Background: an optimization exercise with open tools, aiming at small area and a short achievable clock period. Do not read the settings as production practice.
Only simulation tests tie the RTL to the original design; equivalence was not proved.
Power and IR drop assume default switching activity.

==> flow/design.v (outline; a module is shown in full before it is edited, if it fits) <==
// module adc_correct: 1804 lines
module adc_correct (
    input  wire        clk,
    input  wire        rst,           
    input  wire        cfg_we,
    input  wire [4:0]  cfg_addr,      
    input  wire [31:0] cfg_wdata,
    input  wire        swap,          
    output wire        active_half,
    input  wire        in_valid,
    input  wire [15:0] in_code,
    output reg         out_valid,
    output reg  [23:0] out_sample,
    output reg         out_sat
);
  // ...
==> flow/flow/run.sh <==
#!/bin/bash
# The standard layout (standard.sh, unchanged synthesis) with two changes to
# how the layout is optimised; the constraints and clock are the standard flow's own:
#  - repair_timing keeps 16 ns of extra setup slack (sizes for a ~6 ns period)
#  - the port buffers are buf_4 cells instead of the resizer's default pick
set -euo pipefail
cd "$(dirname "$0")/.."
bash standard.sh SETUP_SLACK_MARGIN=16 "BUFFER_PORTS_ARGS=-buffer_cell sky130_fd_sc_hd__buf_4" finish > standard_flow.log 2>&1
==> flow/standard.sh <==
#!/bin/bash
# synth_recipe.tcl (not shown) runs the flow's synth.tcl, then flattens the netlist and writes it again
# the make line also repeats each setting of config.mk as NAME=value (left out here)
make -C /OpenROAD-flow-scripts/flow DESIGN_CONFIG=/design/flow/config.mk WORK_HOME=/design/flow/orfs CLKGATE_MAP_FILE= SYNTH_SCRIPT=/design/flow/synth_recipe.tcl "${@:-finish}"
==> flow/config.mk <==
export PLATFORM = sky130hd
export DESIGN_NAME = adc_correct
export DESIGN_NICKNAME = adc_correct
export VERILOG_FILES = /design/flow/design.v
export SDC_FILE = /design/flow/constraint.sdc
export NUM_CORES = 4
export LEC_CHECK = 0
export CAP_MARGIN = 20
export CORE_MARGIN = 2
export CORE_UTILIZATION = 40
export CTS_CLUSTER_DIAMETER = 80
export CTS_CLUSTER_SIZE = 30
export SLEW_MARGIN = 20
==> flow/constraint.sdc <==
create_clock -name core_clock -period 22.0 [get_ports {clk}]
set_input_delay 4.4000 -clock core_clock [delete_from_list [all_inputs] [get_ports {clk}]]
set_output_delay 4.4000 -clock core_clock [all_outputs]
set_load 0.01 [all_outputs]
==> summary.txt, run 1 <==
Placement
  • Gpl congestion: 0.8579

Routing
  • Met3 wire length: 20.52 mm
  • Starting DRT DRC Count: 5387
  • Routed wire per std cell: 29.16 µm
  • DR WL met2: 106.0 mm
  • Vias/cell: 5.958

Final layout
  • Area of the multi-input gates: 0.02650 mm²
  • Leading cell type in the layout, fill and taps excluded: edfxtp_1
  • Non-Clock Buffer Count: 239
  • Share of cells above drive strength 1: 0.08999

STA
  • Worst hold slack: 0.3346 ns

Worst setup path
  • Reg2reg start: b_u_two3
  • Critical Path RT: 17.60 ns
  • Crit path from: half
  • Crit path kind: flop to primary output

GRT
  • GR Util met3: 0.04386
  • Largest net degree at the start of global routing: 54
  • Number of global-route vias before repair: 44160

Pwr
  • Seq power: 3240 µW
  • Maximum vdd ir drop: 76.03 µV
  • Combinational power share: 0.234

Clocking
  • Root Driver: clkbuf_16
  • CTS tree: yes

Synth
  • Syn Std Cell Area: 0.07037 mm²

Run status
  • Outcome: no timing/DRC/antenna violations

Job
  • Max Cap Viol: 0
==> inputs of run 2 (changes only) <==
==> flow/flow/run.sh (replaced) <==
#!/bin/bash
# The standard layout (standard.sh, unchanged synthesis) with two changes to
# how the layout is optimised; the constraints and clock are the standard flow's own:
#  - repair_timing keeps 16.4 ns of extra setup slack (sizes for a ~6 ns period)
#  - the port buffers are buf_4 cells instead of the resizer's default pick
set -euo pipefail
cd "$(dirname "$0")/.."
bash standard.sh SETUP_SLACK_MARGIN=16.4 "BUFFER_PORTS_ARGS=-buffer_cell sky130_fd_sc_hd__buf_4" finish > standard_flow.log 2>&1
==> summary.txt, run 2 <==
Floorplan
  • Row Count: 153
  • Die span in y: 423.4 µm
  • Core footprint: 0.1744 mm²
  • Starting Density: 0.4035
  • Num ports: 85
  • Horiz. Die Dim: 423.4 µm
  • Die area: 0.1793 mm²

STA
  • Fmax: 178.5 MHz
  • RSZ-0062 raised after global routing: true
  • Final Max Slew Viols: 0
  • Endpoints failing setup: 0
  • Post-route setup slack: 16.40 ns
  • Setup Skew: 0.08620 ns
  • Final Cycle Share: 0.2546
  • Fin. Hold Viols: 0
  • Relative slew slack: 0.2924
  • Least-Margin Pin Slew: 1.060 ns
  • Final min period: 5.601 ns
  • Worst hold slack: 0.3346 ns (unchanged)
  • Setup TNS: 0 ns

Worst setup path
  • Critical Path RT: 17.60 ns (about the same)
  • Slowest cell on crit path: dfxtp_2
  • Crit path kind: flop to primary output
  • Reg2reg start: b_ls[12]
  • Crit path from: out_valid
  • Critical-path cell list: buf_6
  • Worst-path fanout max: 1
  • CP bufs+invs: 1
  • Crit start category: flop
  • CP endpoint kind: primary output
  • CP max stage delay: 0.34 ns
  • Crit path DAT: 1.20 ns
  • Crit-path leading delay family: flip-flops

Routing
  • # DRC: 0
  • Vias/cell: 5.964 (+0.11%)
  • DR vias: 44500
  • Routed wire per std cell: 29.14 µm (about the same)
  • Antenna Nets Post-Route: 0
  • Detailed Routing Iterations Pass 1: 7
  • Starting DRT DRC Count: 5399 (+0.22%)
  • Final WL: 217.4 mm

Min path
  • Hold crit path type: flop to flop
  • Hold path start: c_rail

Synth
  • Seq/Total Area, Yosys: 0.5869
  • Post-synth top area share: 0.4779
  • Top post-synthesis cells by count: edfxtp_1, a22oi_1, inv_1
  • Mean Syn Cell Area: 13.74 µm²
  • Top cells by area, synth: edfxtp_1, dfxtp_1, fa_1, a22oi_1, xor2_1
  • EDFF count, synth: 1120
  • Post-Syn Instances: 5121
  • Ys Warns: 3
  • Syn Nets: 5716
  • Post-synth top area cell: edfxtp_1
  • Predominant post-synthesis flop cell: edfxtp_1
  • Most common cell in the synthesized netlist: edfxtp_1
  • Syn Std Cell Area: 0.07037 mm² (unchanged)
  • Ys async rst share: 0
  • Synth unique cells: 66
  • Flops & latches, synth: 1503

Final layout
  • Commonest non-fill, non-tap cells in the layout: edfxtp_1, a22oi_1, inv_1
  • Cell Count, Final, Fillers Out: 7461
  • Share of cells above drive strength 1: 0.09367 (+0.003683)
  • # fillers: 15520
  • Syn-to-layout area delta: 8.891%
  • Leading cell type in the layout, fill and taps excluded: edfxtp_1
  • Regs by FF count: lin_t0 (512), lin_t1 (512), w_data (32)
  • Nets@finish: 5671

Clocking
  • Reg clk slew, reported paths: 0.11 ns
  • CTS tree: yes
  • Num CTS Buffers: 72
  • Root Driver: clkbuf_16
  • Clock Sinks: 1503
  • # H-tree levels: 3
  • Maximum clock path buffer count: 3
  • Clk Latency, worst-skew pair: 0.74 ns

Placement
  • Port Buffers: 84
  • Placed Cells incl. Taps: 7325
  • DP Wirelength: 122.9 mm
  • Post-Place Worst Slack: 16.11 ns
  • Gpl congestion: 0.8579 (unchanged)

Pwr
  • Pleak: 0.02576 µW
  • Maximum vdd ir drop: 75.76 µV (-0.36%)
  • PnR Total Power: 6411 µW
  • P per Cell Area: 83.66 mW/mm²

Job
  • Max Cap Viol: 0 (unchanged)

GRT
  • Initial antenna violation count: 11
  • Largest net degree at the start of global routing: 54 (unchanged)
  • Number of global-route vias before repair: 44180 (+0.041%)
  • Global-route wire length before repair: 312.9 mm
  • GR Util All Layers: 0.2389
  • Gr ovfl total: 0

Run status
  • Outcome: no timing/DRC/antenna violations
-- run 2: stage by stage --
step / instance area (µm²) / util
floorplan: 70370 / -
global placement: 73990 / 0.4242
detailed placement: 73990 / 0.4242
CTS: 76550 / 0.4389
global route: 76630 / 0.4394
finish: 76630 / 0.4394
-- run 2: kinds of logic (layout without fill, tap and decap cells) --
| logic type | Yosys count | after routing | share of synthesized area |
|---|---|---|---|
| compound gates | 1256 | 1256 | 0.1311 |
| xor+xnor | 502 | 502 | 0.06258 |
| fa+ha+maj | 537 | 537 | 0.1340 |
| buf+inv | 745 | 759 | 0.04016 |
| flops | 1503 | 1503 | 0.5869 |
| mux | 10 | 10 | 0.001458 |
| other cells | 0 | 1 | 0 |
| simple gates | 568 | 568 | 0.04388 |
-- run 2: worst paths after layout --
path	endpoint	slack, ns	depth (start not counted)
worst max-delay path	out_valid	16.40	1
worst min register to register	d_rail	0.33	0
worst min-delay path	d_rail	0.33	0
worst max register to register	c_y[25]	16.67	18
-- run 2: worst register-to-register path: cells and delay by family, from the launching register on --
kind	cells	cell delay (ns)
flip-flops	1	0.52
AO/OA/AOI/OAI	8	1.70
adder cells (fa/ha/maj)	5	2.36
XOR/XNOR	2	0.31
AND/OR/NAND/NOR	1	0.18
buffers and inverters	2	0.10
-- run 2: power breakdown --
part           internal (µW)  switching (µW)  leakage, µW  total (µW)
Clock                    686             973      0.00118        1660
Combinational            548             963       0.0113        1510
Sequential              3170            70.8       0.0133        3240
Total                   4400            2010       0.0258        6410
-- run 2: area by class of cell --
type | count | area, µm² | share of cell area
diodes | 1 | 2.502 | 0.00003266
clock buffers | 98 | 1983 | 0.02588
clock inverters | 35 | 518.0 | 0.006760
inverters | 386 | 1449 | 0.01891
multi-input cells | 2873 | 26510 | 0.3459
flip-flops and latches | 1503 | 41430 | 0.5407
well taps | 2325 | 2909 | 0.03796
repair buffers | 240 | 1824 | 0.02381
-- run 2: layer usage --
layer | up-vias | part of all wire | global-route usage
met4 | 2 | 0.036 | 0.07983
met1 | 22960 | 0.38 | 0.3082
met5 | - | 0.000060 | 0
li1 | 18750 | - | -
met2 | 2355 | 0.49 | 0.4044
met3 | 427 | 0.092 | 0.04393
-- run 2: timing repair --
item | 4_1_cts | 5_1_grt
setup endpoints to repair | 14 | 13
hold buffers | 0 | 0
gates resized for setup | 28 | 33
pin swaps | 0 | 2
setup buffers | 1 | 0

-- port drivers added, routing unchanged --
Ports are ideal in the flow. The routed layouts listed here were re-timed in OpenROAD. Step 1 (the two cells are an assumption about what drives the block):
set clk [get_ports {clk}]
set_driving_cell -lib_cell sky130_fd_sc_hd__clkbuf_16 $clk
set_driving_cell -lib_cell sky130_fd_sc_hd__buf_2 [delete_from_list [all_inputs] $clk]
Step 2 times the ports against the registers' clock, not the clock port: input delays grow and output delays shrink by t, the midpoint of the rising clock arrivals with the driver on. Three values: no drivers, after step 1, after step 2; two values: the first two.
run	shift t [ns]	slack for setup (ns)	pins driven straight from the clock port
run 1	0.795	16.365 / 16.272 / 16.386	1
run 2	0.797	16.399 / 16.305 / 16.667	1
After both steps setup and hold are still met in every run listed.
